From an optimization exercise on the open Yosys and OpenROAD flow, aimed at small area, a short achievable clock period and few clock cycles per item; shortcuts taken in it are not production practice. Where RTL was checked, it was by simulation tests only, not by an equivalence proof against the original. Power figures rest on the tool's default switching activity, not on a simulated workload.

## boholt_dec
module boholt_dec (
    input  wire        clk,
    input  wire        rst,
    input  wire        in_valid,
    input  wire [31:0] in_data,
    input  wire        in_last,
    output reg         in_ready,
    output reg         out_valid,
    output reg  [15:0] out_item,
    output reg         done,
    output wire [2:0]  res_fault,
    output wire [12:0] res_fault_pos,
    output wire        res_crc_bad,
    output wire [12:0] res_count,
    output wire        hist_we,
    output wire [11:0] hist_waddr,
    output wire [15:0] hist_wdata,
    output reg         hist_re,
    output reg  [11:0] hist_raddr,
    input  wire [15:0] hist_rdata
);
==> flow/config.mk <==
export PLATFORM = sky130hd
export DESIGN_NAME = boholt_dec
export DESIGN_NICKNAME = boholt_dec
export VERILOG_FILES = /design/flow/design.v
export SDC_FILE = /design/flow/constraint.sdc
export NUM_CORES = 4
export LEC_CHECK = 0
export CAP_MARGIN = 20
export CORE_MARGIN = 2
export CORE_UTILIZATION = 40
export PLACE_DENSITY = 0.6
export SETUP_SLACK_MARGIN = 5
export SLEW_MARGIN = 20
==> flow/constraint.sdc <==
create_clock -name core_clock -period 12.0 [get_ports {clk}]
set_input_delay 2.4000 -clock core_clock [delete_from_list [all_inputs] [get_ports {clk}]]
set_output_delay 2.4000 -clock core_clock [all_outputs]
set_load 0.01 [all_outputs]
standard.sh (not shown) runs the stock make flow with config.mk's settings and CLKGATE_MAP_FILE= SYNTH_SCRIPT=/design/flow/synth_recipe.tcl, a recipe that flattens the netlist after the stock synthesis.
==> flow/flow/run.sh <==
#!/bin/bash
# The standard layout (standard.sh, with its synthesis unchanged), with
#  - each port buffered, as the standard flow does, with the smallest buffer
#    cell (timing repair resizes it where needed).
# Every tool's output goes to standard.log in this folder.
set -euo pipefail
MARGIN=8.5
sed "s/SETUP_SLACK_MARGIN=[0-9.]*/SETUP_SLACK_MARGIN=$MARGIN/" standard.sh > standard_margin.sh
export BUFFER_PORTS_ARGS="-buffer_cell sky130_fd_sc_hd__buf_2"
bash standard_margin.sh > standard.log 2>&1
The first run ran to the end with no violations.
Rerun with:
--- a/flow/flow/run.sh
+++ b/flow/flow/run.sh
@@ -8,3 +8,3 @@
 sed "s/SETUP_SLACK_MARGIN=[0-9.]*/SETUP_SLACK_MARGIN=$MARGIN/" standard.sh > standard_margin.sh
-export BUFFER_PORTS_ARGS="-buffer_cell sky130_fd_sc_hd__buf_2"
+export BUFFER_PORTS_ARGS="-buffer_cell sky130_fd_sc_hd__buf_1"
 bash standard_margin.sh > standard.log 2>&1
Count of clock-buffer cells in the layout increases by 3.
Clock power rose by about 4%.
Final area falls by about 0.3%.
Setup slack gets worse by 56 ps.
Combinational power barely changes.
Final cell count stays flat.
Fmax drops by about 1.5%.
Rerun with:
--- a/flow/flow/run.sh
+++ b/flow/flow/run.sh
@@ -6,3 +6,3 @@
 set -euo pipefail
-MARGIN=8.5
+MARGIN=8.0
 sed "s/SETUP_SLACK_MARGIN=[0-9.]*/SETUP_SLACK_MARGIN=$MARGIN/" standard.sh > standard_margin.sh
Result:
- design area came out lower by 9.7%
- total power came out lower by 3.7%
- global-route usage came out lower by 1.5 points
- combinational power came out lower by about 8%
- via count came out lower by 5.8%
- maximum frequency came out lower by 6.4%
- cell count came out lower by 4.7%
- hold slack is about the same
Rerun with:
Settings changed: CORE_UTILIZATION 40 to 60, PLACE_DENSITY 0.6 to 0.75.
- The new run produced a clean layout
- final area falls by 1.7%
- sequential power barely changes
- die area falls by 33%
Rerun with:
==> flow/flow/run.sh (replaced) <==
#!/bin/bash
set -euo pipefail
MARGIN=${MARGIN:-8.0}
sed "s/SETUP_SLACK_MARGIN=[0-9.]*/SETUP_SLACK_MARGIN=$MARGIN/" standard.sh > standard_margin.sh
bash standard_margin.sh > standard.log 2>&1
Settings changed: CORE_UTILIZATION 60 to 40, PLACE_DENSITY 0.75 to 0.6.
Final cell count is higher by 8.7%.
Design area is higher by 5.3%.
Worst setup slack is better by 100 ps.
Core utilization is lower by 21 points.
Via count is lower by 0.51%.
Wire length is higher by 6.9%.
Register-to-register slack is better by 100 ps.
No run of this note included a check of the RTL's function; only the layout flow was run.

run A:
boholt_dec, a different RTL version from the one above (not shown whole).
Size in the first run: about 2,300 cells after synthesis, roughly 280 flip-flops, roughly 140 I/O pins.
==> flow/config.mk <==
export PLATFORM = sky130hd
export DESIGN_NAME = boholt_dec
export DESIGN_NICKNAME = boholt_dec
export VERILOG_FILES = /design/flow/design.v
export SDC_FILE = /design/flow/constraint.sdc
export NUM_CORES = 4
export LEC_CHECK = 0
export CAP_MARGIN = 20
export CORE_MARGIN = 2
export CORE_UTILIZATION = 60
export CTS_BUF_LIST = sky130_fd_sc_hd__clkbuf_8 sky130_fd_sc_hd__clkbuf_16
export CTS_CLUSTER_DIAMETER = 60
export CTS_CLUSTER_SIZE = 20
export PLACE_DENSITY = 0.75
export SETUP_SLACK_MARGIN = 5
export SLEW_MARGIN = 20
==> flow/constraint.sdc <==
create_clock -name core_clock -period 12.0 [get_ports {clk}]
set_input_delay 2.4000 -clock core_clock [delete_from_list [all_inputs] [get_ports {clk}]]
set_output_delay 2.4000 -clock core_clock [all_outputs]
set_load 0.01 [all_outputs]
==> flow/flow/run.sh <==
#!/bin/bash
# The standard layout (standard.sh, with its synthesis unchanged), with
#  - each port buffered, as the standard flow does, with the smallest buffer
#    cell (timing repair resizes it where needed).
# Every tool's output goes to standard.log in this folder.
set -euo pipefail
MARGIN=8.0
sed "s/SETUP_SLACK_MARGIN=[0-9.]*/SETUP_SLACK_MARGIN=$MARGIN/" standard.sh > standard_margin.sh
export BUFFER_PORTS_ARGS="-buffer_cell sky130_fd_sc_hd__buf_1"
bash standard_margin.sh > standard.log 2>&1
Testbench counts of run A, summed over its fixed seeds: cycles 183,811, items 178,205.
### run A -> run B
Settings: CTS_CLUSTER_SIZE no longer set, was 20; CTS_CLUSTER_DIAMETER no longer set, was 60; CTS_BUF_LIST now sky130_fd_sc_hd__clkbuf_4 sky130_fd_sc_hd__clkbuf_8, was sky130_fd_sc_hd__clkbuf_8 sky130_fd_sc_hd__clkbuf_16; PLACE_DENSITY now 0.85, was 0.75; CORE_UTILIZATION now 75, was 60.
### Flow results
Looking at switching power, run B sits 0.041 mW higher than run A does. Total power, run B vs run A: up slightly. Reported for run B and run A, share of flip-flops with an asynchronous set or reset after synthesis turned out identical to the last digit. On global-route wire length before repair: run B sits above run A. Run B against run A: number of buffers outside the clock class in the layout rose by about 0.45%, number of nets in the synthesized netlist was more or less identical, clock network power share went down 1.0 points.
Changes in run C relative to run B:
Settings: putting TNS_END_PERCENT at 10 where nothing was set; swapping 0.85 for 0.75 in PLACE_DENSITY; swapping 75 for 60 in CORE_UTILIZATION.
==> comparison <==
- Relative to run B, the worst path setup slack after routing of run C is lower by 0.10 ns.
- Run C vs run B on die width: run C is the higher one.
- Row utilization: run C lower / run B higher
- Of the two values seen for worst setup path startpoint, n_p[2] was produced by run C and in_ready by run B.
- Combinational share of power in run C is 1.0 points below run B.
- The final reports for run C and run B show count of buffer and inverter cells on the critical path lower in the former.
- Of the two values seen for top metal layer carrying routed signals, met5 was produced by run B and met4 by run C.
- Die area, run C and run B: smaller value in run B

==> re-timing with driven ports <==
Ports are ideal in the flow. The routed layouts listed here were re-timed in OpenROAD. Step 1, drivers: a clkbuf_16 drives clk and a buf_2 each remaining input, both assumed. Step 2 adds t to the input delays and takes it off the output delays; t is the mean of the earliest and latest rising clock arrival at the registers after step 1. Input paths then give back, and output paths get back, about the clock's delay inside the block. a / b / c = ideal / step 1 / step 2; a / b = the first two.
run | t, ns | slack for setup (ns) | hold WS [ns] | clock arrival spread, ns | slew at the worst register clock pin (ns)
the first run of note 1 | 0.607 | 8.249 / 8.224 / 7.889 | 0.451 / 0.451 / 0.451 | 0.025 / 0.025 | 0.07 / 0.07
the second run of note 1 | 0.606 | 8.192 / 8.192 / 7.924 | 0.449 / 0.449 / 0.449 | 0.022 / 0.022 | 0.07 / 0.07
the third run of note 1 | 0.609 | 7.934 / 7.971 / 7.362 | 0.449 / 0.449 / 0.449 | 0.025 / 0.024 | 0.06 / 0.06
the fourth run of note 1 | 0.600 | 7.931 / 7.964 / 7.364 | 0.466 / 0.466 / 0.466 | 0.030 / 0.030 | 0.06 / 0.06
the fifth run of note 1 | 0.615 | 8.032 / 7.973 / 7.589 | 0.455 / 0.455 / 0.455 | 0.033 / 0.033 | 0.07 / 0.07
run A | 0.637 | 8.048 / 7.993 / 8.122 | 0.472 / 0.472 / 0.472 | 0.036 / 0.036 | 0.08 / 0.08
run B | 0.635 | 8.060 / 8.009 / 8.062 | 0.477 / 0.477 / 0.477 | 0.049 / 0.049 | 0.09 / 0.09
run C | 0.702 | 7.957 / 7.906 / 8.002 | 0.477 / 0.477 / 0.477 | 0.045 / 0.045 | 0.07 / 0.07
After both steps setup and hold are still met in every run listed. For the third run of note 1, which loses most, drivers alone change the setup slack by +0.037 ns; drivers and shift together by -0.572 ns.
